Context: an optimization exercise on an open-source flow, tuned for small area, a short achievable clock period and few clock cycles per item. The choices shown serve that exercise and are no tape-out recipe. In this exercise RTL edits were held to simulation tests only and were not proved equivalent to the original. Power and IR drop assume default switching activity.

// oxdon_rs_dec
module oxdon_rs_dec (
    input  wire       clk,
    input  wire       rst,           
    input  wire       in_valid,
    input  wire [9:0] in_sym,
    output wire       in_ready,
    output reg        err_valid,
    output reg  [9:0] err_pos,       
    output reg  [9:0] err_val,       
    output reg        cw_done,
    output reg        cw_fail,
    output reg  [4:0] cw_nerr
);
Settings: LEC_CHECK=0, CAP_MARGIN=20, CORE_MARGIN=2, CORE_UTILIZATION=50, PLACE_DENSITY=0.6, SLEW_MARGIN=20; clock period 20.0 ns.
standard.sh (not shown) runs the stock make flow with config.mk's settings and CLKGATE_MAP_FILE= SYNTH_SCRIPT=/design/flow/synth_recipe.tcl, a recipe that flattens the netlist after the stock synthesis.
==> flow/flow/run.sh <==
#!/bin/bash
# Layout flow: the standard layout (standard.sh: ORFS synthesis through
# finish, unchanged), except that
#  - the buffers global placement puts on the input and output ports are
#    sky130_fd_sc_hd__buf_2 cells rather than the buffer buffer_ports picks by
#    default (a slow delay cell on this platform);
#  - clock tree synthesis clusters up to 22 sinks (80 um across) per leaf buffer and adds no
#    dummy loads.
# make's full output goes to flow_standard.log in the work folder; ORFS keeps
# each step's own log under orfs/logs/.
set -euo pipefail
export BUFFER_PORTS_ARGS="-buffer_cell sky130_fd_sc_hd__buf_2"
export SETUP_SLACK_MARGIN=15.0
export CTS_ARGS="-sink_clustering_enable -repair_clock_nets -sink_clustering_size 22 -sink_clustering_max_diameter 80 -buf_list sky130_fd_sc_hd__clkbuf_16 -dont_use_dummy_load"
bash standard.sh > flow_standard.log 2>&1
Testbench counts at the start, summed over its fixed seeds: cycles 179,939, codewords 320.
Edit:
==> flow/flow/run.sh (replaced) <==
#!/bin/bash
# Layout flow: the standard layout (standard.sh: ORFS synthesis through
# finish, unchanged), except that
#  - the buffers global placement puts on the input and output ports are
#    sky130_fd_sc_hd__buf_2 cells rather than the buffer buffer_ports picks by
#    default (a slow delay cell on this platform);
set -euo pipefail
export BUFFER_PORTS_ARGS="-buffer_cell sky130_fd_sc_hd__buf_2"
export SETUP_SLACK_MARGIN=14.7
bash standard.sh > flow_standard.log 2>&1
--- a/flow/config.mk
+++ b/flow/config.mk
@@ -9,4 +9,7 @@
 export CORE_MARGIN = 2
 export CORE_UTILIZATION = 50
+export CTS_BUF_LIST = sky130_fd_sc_hd__clkbuf_16
+export CTS_CLUSTER_DIAMETER = 80
+export CTS_CLUSTER_SIZE = 20
 export PLACE_DENSITY = 0.6
 export SLEW_MARGIN = 20
Result: The changed run ran to the end with no violations. Worst setup slack loses 62 ps. Routed wire length is about the same. Count of clock-buffer cells in the layout went up by 7. Non-clock buffer count decreases by 15. Clock skew falls by 29 ps. Via count goes up by about 0.44%. Final area went up by 0.57%. Synthesized cell count stays the same. Hold slack hardly moves. Synthesized area stays the same. Maximum frequency fell by 1.2%.
Edit:
--- a/flow/flow/run.sh
+++ b/flow/flow/run.sh
@@ -5,6 +5,11 @@
 #    sky130_fd_sc_hd__buf_2 cells rather than the buffer buffer_ports picks by
 #    default (a slow delay cell on this platform);
+#  - clock tree synthesis clusters up to 22 sinks (80 um across) per leaf buffer and adds no
+#    dummy loads.
+# make's full output goes to flow_standard.log in the work folder; ORFS keeps
+# each step's own log under orfs/logs/.
 set -euo pipefail
 export BUFFER_PORTS_ARGS="-buffer_cell sky130_fd_sc_hd__buf_2"
 export SETUP_SLACK_MARGIN=14.7
+export CTS_ARGS="-sink_clustering_enable -repair_clock_nets -sink_clustering_size 22 -sink_clustering_max_diameter 80 -buf_list sky130_fd_sc_hd__clkbuf_16 -dont_use_dummy_load"
 bash standard.sh > flow_standard.log 2>&1
==> flow/config.mk (replaced) <==
export PLATFORM = sky130hd
export DESIGN_NAME = oxdon_rs_dec
export DESIGN_NICKNAME = oxdon_rs_dec
export VERILOG_FILES = /design/flow/design.v
export SDC_FILE = /design/flow/constraint.sdc
export NUM_CORES = 4
export LEC_CHECK = 0
export CAP_MARGIN = 20
export CORE_MARGIN = 2
export CORE_UTILIZATION = 62
export PLACE_DENSITY = 0.72
export SLEW_MARGIN = 20
After rerunning: The new run finished with timing, DRC and antenna clean. Worst setup slack improved by 21 ps. Total power is lower by a little under a tenth. Register-to-register slack loses 120 ps. Global-route usage is higher by 5.4 points. Die area goes down by about a fifth.
Edit:
--- a/flow/flow/run.sh
+++ b/flow/flow/run.sh
@@ -11,5 +11,5 @@
 set -euo pipefail
 export BUFFER_PORTS_ARGS="-buffer_cell sky130_fd_sc_hd__buf_2"
-export SETUP_SLACK_MARGIN=14.7
+export SETUP_SLACK_MARGIN=15.2
 export CTS_ARGS="-sink_clustering_enable -repair_clock_nets -sink_clustering_size 22 -sink_clustering_max_diameter 80 -buf_list sky130_fd_sc_hd__clkbuf_16 -dont_use_dummy_load"
 bash standard.sh > flow_standard.log 2>&1
--- a/flow/config.mk
+++ b/flow/config.mk
@@ -8,5 +8,5 @@
 export CAP_MARGIN = 20
 export CORE_MARGIN = 2
-export CORE_UTILIZATION = 62
-export PLACE_DENSITY = 0.72
+export CORE_UTILIZATION = 50
+export PLACE_DENSITY = 0.6
 export SLEW_MARGIN = 20
After rerunning:
- core utilization decreases by 12 points
- worst setup slack improves by 43 ps
- combinational power came out higher by 3.5%
- power increases by 3.8%
- register-to-register slack gets better by 560 ps
- routed wire length went up by 4.9%
- via count drops by 0.61%
- cell area rises by 1.7%
- sequential power barely changes
- non-clock buffer count rises by 28
Edit:
--- a/flow/flow/run.sh
+++ b/flow/flow/run.sh
@@ -11,5 +11,5 @@
 set -euo pipefail
 export BUFFER_PORTS_ARGS="-buffer_cell sky130_fd_sc_hd__buf_2"
-export SETUP_SLACK_MARGIN=15.2
+export SETUP_SLACK_MARGIN=14.85
 export CTS_ARGS="-sink_clustering_enable -repair_clock_nets -sink_clustering_size 22 -sink_clustering_max_diameter 80 -buf_list sky130_fd_sc_hd__clkbuf_16 -dont_use_dummy_load"
 bash standard.sh > flow_standard.log 2>&1
Cell area came out lower by 0.42%.
Power stays flat.
Routed wire length is about the same.
Die area does not change.
Worst hold slack improves by 4.1 ps.
Non-clock buffer count came out lower by 18.
Worst setup slack hardly moves.
Fmax barely changes.
Edit:
--- a/flow/flow/run.sh
+++ b/flow/flow/run.sh
@@ -11,5 +11,5 @@
 set -euo pipefail
 export BUFFER_PORTS_ARGS="-buffer_cell sky130_fd_sc_hd__buf_2"
-export SETUP_SLACK_MARGIN=14.85
+export SETUP_SLACK_MARGIN=14.7
 export CTS_ARGS="-sink_clustering_enable -repair_clock_nets -sink_clustering_size 22 -sink_clustering_max_diameter 80 -buf_list sky130_fd_sc_hd__clkbuf_16 -dont_use_dummy_load"
 bash standard.sh > flow_standard.log 2>&1
The changed run went through all stages and came out clean.
Die area does not change.
Design area barely changes.
Synthesized area stays the same.
Hold slack barely changes.
Wire length stays flat.
Sequential cell count stays the same.
Setup slack gets worse by 66 ps.
Total power is about the same.
Global-route usage barely changes.

Another version of the RTL of oxdon_rs_dec (not shown whole).
Size: roughly 1100 flip-flops, roughly 42 I/O pins, ~66000 µm² of cells after synthesis.
// oxdon_rs_dec
module oxdon_rs_dec (
    input  wire       clk,
    input  wire       rst,           
    input  wire       in_valid,
    input  wire [9:0] in_sym,
    output wire       in_ready,
    output reg        err_valid,
    output reg  [9:0] err_pos,       
    output reg  [9:0] err_val,       
    output reg        cw_done,
    output reg        cw_fail,
    output reg  [4:0] cw_nerr
);
Settings: LEC_CHECK=0, CAP_MARGIN=20, CORE_MARGIN=2, CORE_UTILIZATION=50, PLACE_DENSITY=0.6, SLEW_MARGIN=20; clock period 20.0 ns.
run.sh (not shown) runs the stock make flow with config.mk's settings and CLKGATE_MAP_FILE= SYNTH_SCRIPT=/design/flow/synth_recipe.tcl, a recipe that flattens the netlist after the stock synthesis.
Stock flow here: none of the scripts above is used.
The baseline finished clean.
Testbench counts at the start, summed over its fixed seeds: cycles 180,032, codewords 320.
Edit:
CORE_UTILIZATION = 25   (was 50)
PLACE_DENSITY = 0.3   (was 0.6)
=>
- clock power rises by 12%
- critical path depth is higher by 5
- global-route usage came out lower by 11 points
- fmax fell by 0.51%
- via count came out lower by 2.5%
- final area grows by 4.1%
- synthesized area is unchanged
- wire length grows by 30%

Another version of the RTL of oxdon_rs_dec (not shown whole).
Size: ~6000 cells after synthesis, roughly 1100 flip-flops, ~42 I/O pins.
clock: 20.0 ns
lec_check: 0
cap_margin: 20
core_margin: 2
core_utilization: 50
place_density: 0.6
slew_margin: 20
standard.sh (not shown) runs the stock make flow with config.mk's settings and CLKGATE_MAP_FILE= SYNTH_SCRIPT=/design/flow/synth_recipe.tcl, a recipe that flattens the netlist after the stock synthesis.
==> flow/flow/run.sh <==
#!/bin/bash
# Layout flow: the standard layout (standard.sh: ORFS synthesis through
# finish, unchanged), except that
#  - the buffers global placement puts on the input and output ports are
#    sky130_fd_sc_hd__buf_2 cells rather than the buffer buffer_ports picks by
#    default (a slow delay cell on this platform);
set -euo pipefail
export BUFFER_PORTS_ARGS="-buffer_cell sky130_fd_sc_hd__buf_2"
export SETUP_SLACK_MARGIN=14.6
bash standard.sh > flow_standard.log 2>&1
Testbench counts at the start, summed over its fixed seeds: cycles 180,032, codewords 320.
Next try:
==> flow/flow/run.sh (replaced) <==
#!/bin/bash
# Layout flow: the standard layout (standard.sh: ORFS synthesis through
# finish, unchanged), except that the buffers global placement puts on the
# input and output ports are sky130_fd_sc_hd__buf_2 cells rather than the
# buffer buffer_ports picks by default (a slow delay cell on this platform).
# make's full output goes to flow_standard.log in the work folder; ORFS keeps
# each step's own log under orfs/logs/.
set -euo pipefail
export BUFFER_PORTS_ARGS="-buffer_cell sky130_fd_sc_hd__buf_2"
bash standard.sh > flow_standard.log 2>&1
Critical path depth went up by 11; core utilization went down by 0.13 points; total power stays flat.

Setup of oak:
oxdon_rs_dec, a different RTL version from the one above (not shown whole).
Size in the first run: about 1100 flip-flops.
## oxdon_rs_dec
module oxdon_rs_dec (
    input  wire       clk,
    input  wire       rst,           
    input  wire       in_valid,
    input  wire [9:0] in_sym,
    output wire       in_ready,
    output reg        err_valid,
    output reg  [9:0] err_pos,       
    output reg  [9:0] err_val,       
    output reg        cw_done,
    output reg        cw_fail,
    output reg  [4:0] cw_nerr
);
==> flow/config.mk <==
export PLATFORM = sky130hd
export DESIGN_NAME = oxdon_rs_dec
export DESIGN_NICKNAME = oxdon_rs_dec
export VERILOG_FILES = /design/flow/design.v
export SDC_FILE = /design/flow/constraint.sdc
export NUM_CORES = 4
export LEC_CHECK = 0
export CAP_MARGIN = 20
export CORE_MARGIN = 2
export CORE_UTILIZATION = 50
export CTS_BUF_LIST = sky130_fd_sc_hd__clkbuf_8
export CTS_CLUSTER_DIAMETER = 60
export CTS_CLUSTER_SIZE = 12
export PLACE_DENSITY = 0.6
export SLEW_MARGIN = 20
==> flow/constraint.sdc <==
create_clock -name core_clock -period 20.0 [get_ports {clk}]
set_input_delay 4.0000 -clock core_clock [delete_from_list [all_inputs] [get_ports {clk}]]
set_output_delay 4.0000 -clock core_clock [all_outputs]
set_load 0.01 [all_outputs]
==> flow/flow/run.sh <==
#!/bin/bash
# Layout flow: the standard layout (standard.sh: ORFS synthesis through
# finish, unchanged), except that
#  - the buffers global placement puts on the input and output ports are
#    sky130_fd_sc_hd__buf_2 cells rather than the buffer buffer_ports picks by
#    default (a slow delay cell on this platform);
set -euo pipefail
export BUFFER_PORTS_ARGS="-buffer_cell sky130_fd_sc_hd__buf_2"
export SETUP_SLACK_MARGIN=14.6
bash standard.sh > flow_standard.log 2>&1
Testbench counts of oak, summed over its fixed seeds: cycles 179,939, codewords 320.
diff inputs: oak => maple
Settings: a change of CTS_CLUSTER_SIZE from 12 to 20; a change of CTS_BUF_LIST from sky130_fd_sc_hd__clkbuf_8 to sky130_fd_sc_hd__clkbuf_16; a change of CTS_CLUSTER_DIAMETER from 60 to 80.
--- outcome ---
Wire length on met3 (higher): oak
maple | stages: all done | timing, DRC, antenna: all pass
The share of the clock period used by the worst path of maple is lower than that of oak.
Comparing oak with maple, the die area came out essentially unchanged.
[maple vs oak] post-layout worst setup margin: higher in maple
The start point of the critical path comes out err_valid in one run and cw_fail in the other, namely in maple and oak respectively.
Total power on maple is up relative to oak.
Against oak, maple comes in 0.15 ns lower on final critical-path required period.
Between maple and oak, the amount of wire on met2 after detailed routing does not differ in any meaningful way.
Area of all placed cells without fillers: oak vs maple — no meaningful difference
In terms of combinational fraction of design power, maple and oak differ only marginally.
Total via count in the routed design on maple is down relative to oak.
On maximum frequency: maple sits above oak.

-- afterwards: timing with drivers on the ports --
No port has a modelled driver above. Below, the same layouts with a new extraction and two added sets of constraints. Step 1 assumes that a clkbuf_16 drives the clock port and a buf_2 every other input. Step 2 times the ports against the registers' clock, not the clock port: input delays grow and output delays shrink by t, the midpoint of the rising clock arrivals with the driver on. Three values: no drivers, after step 1, after step 2; two values: the first two.
run | t, ns | setup WS [ns] | worst register clock-pin slew, ns
the first run of note 1 | 0.740 | 14.806 / 14.739 / 14.814 | 0.10 / 0.10
the second run of note 1 | 0.778 | 14.744 / 14.674 / 14.805 | 0.09 / 0.09
the third run of note 1 | 0.774 | 14.765 / 14.686 / 14.790 | 0.10 / 0.10
the fourth run of note 1 | 0.748 | 14.808 / 14.733 / 14.905 | 0.10 / 0.10
the fifth run of note 1 | 0.739 | 14.806 / 14.739 / 14.817 | 0.10 / 0.10
the sixth run of note 1 | 0.738 | 14.741 / 14.673 / 14.819 | 0.10 / 0.10
the first run of note 2 | 0.863 | 14.069 / 14.069 / 13.578 | 0.07 / 0.07
the second run of note 2 | 0.923 | 14.039 / 14.039 / 13.479 | 0.07 / 0.07
the first run of note 3 | 0.854 | 14.716 / 14.643 / 14.687 | 0.07 / 0.07
the second run of note 3 | 0.835 | 13.504 / 13.504 / 13.504 | 0.07 / 0.07
oak | 0.955 | 14.547 / 14.474 / 14.823 | 0.09 / 0.09
maple | 0.760 | 14.694 / 14.618 / 14.813 | 0.10 / 0.10
After both steps every run listed still meets setup and hold. The setup slack of the second run of note 2, which loses most, moves by 0.000 ns with the drivers and by -0.560 ns with both steps.
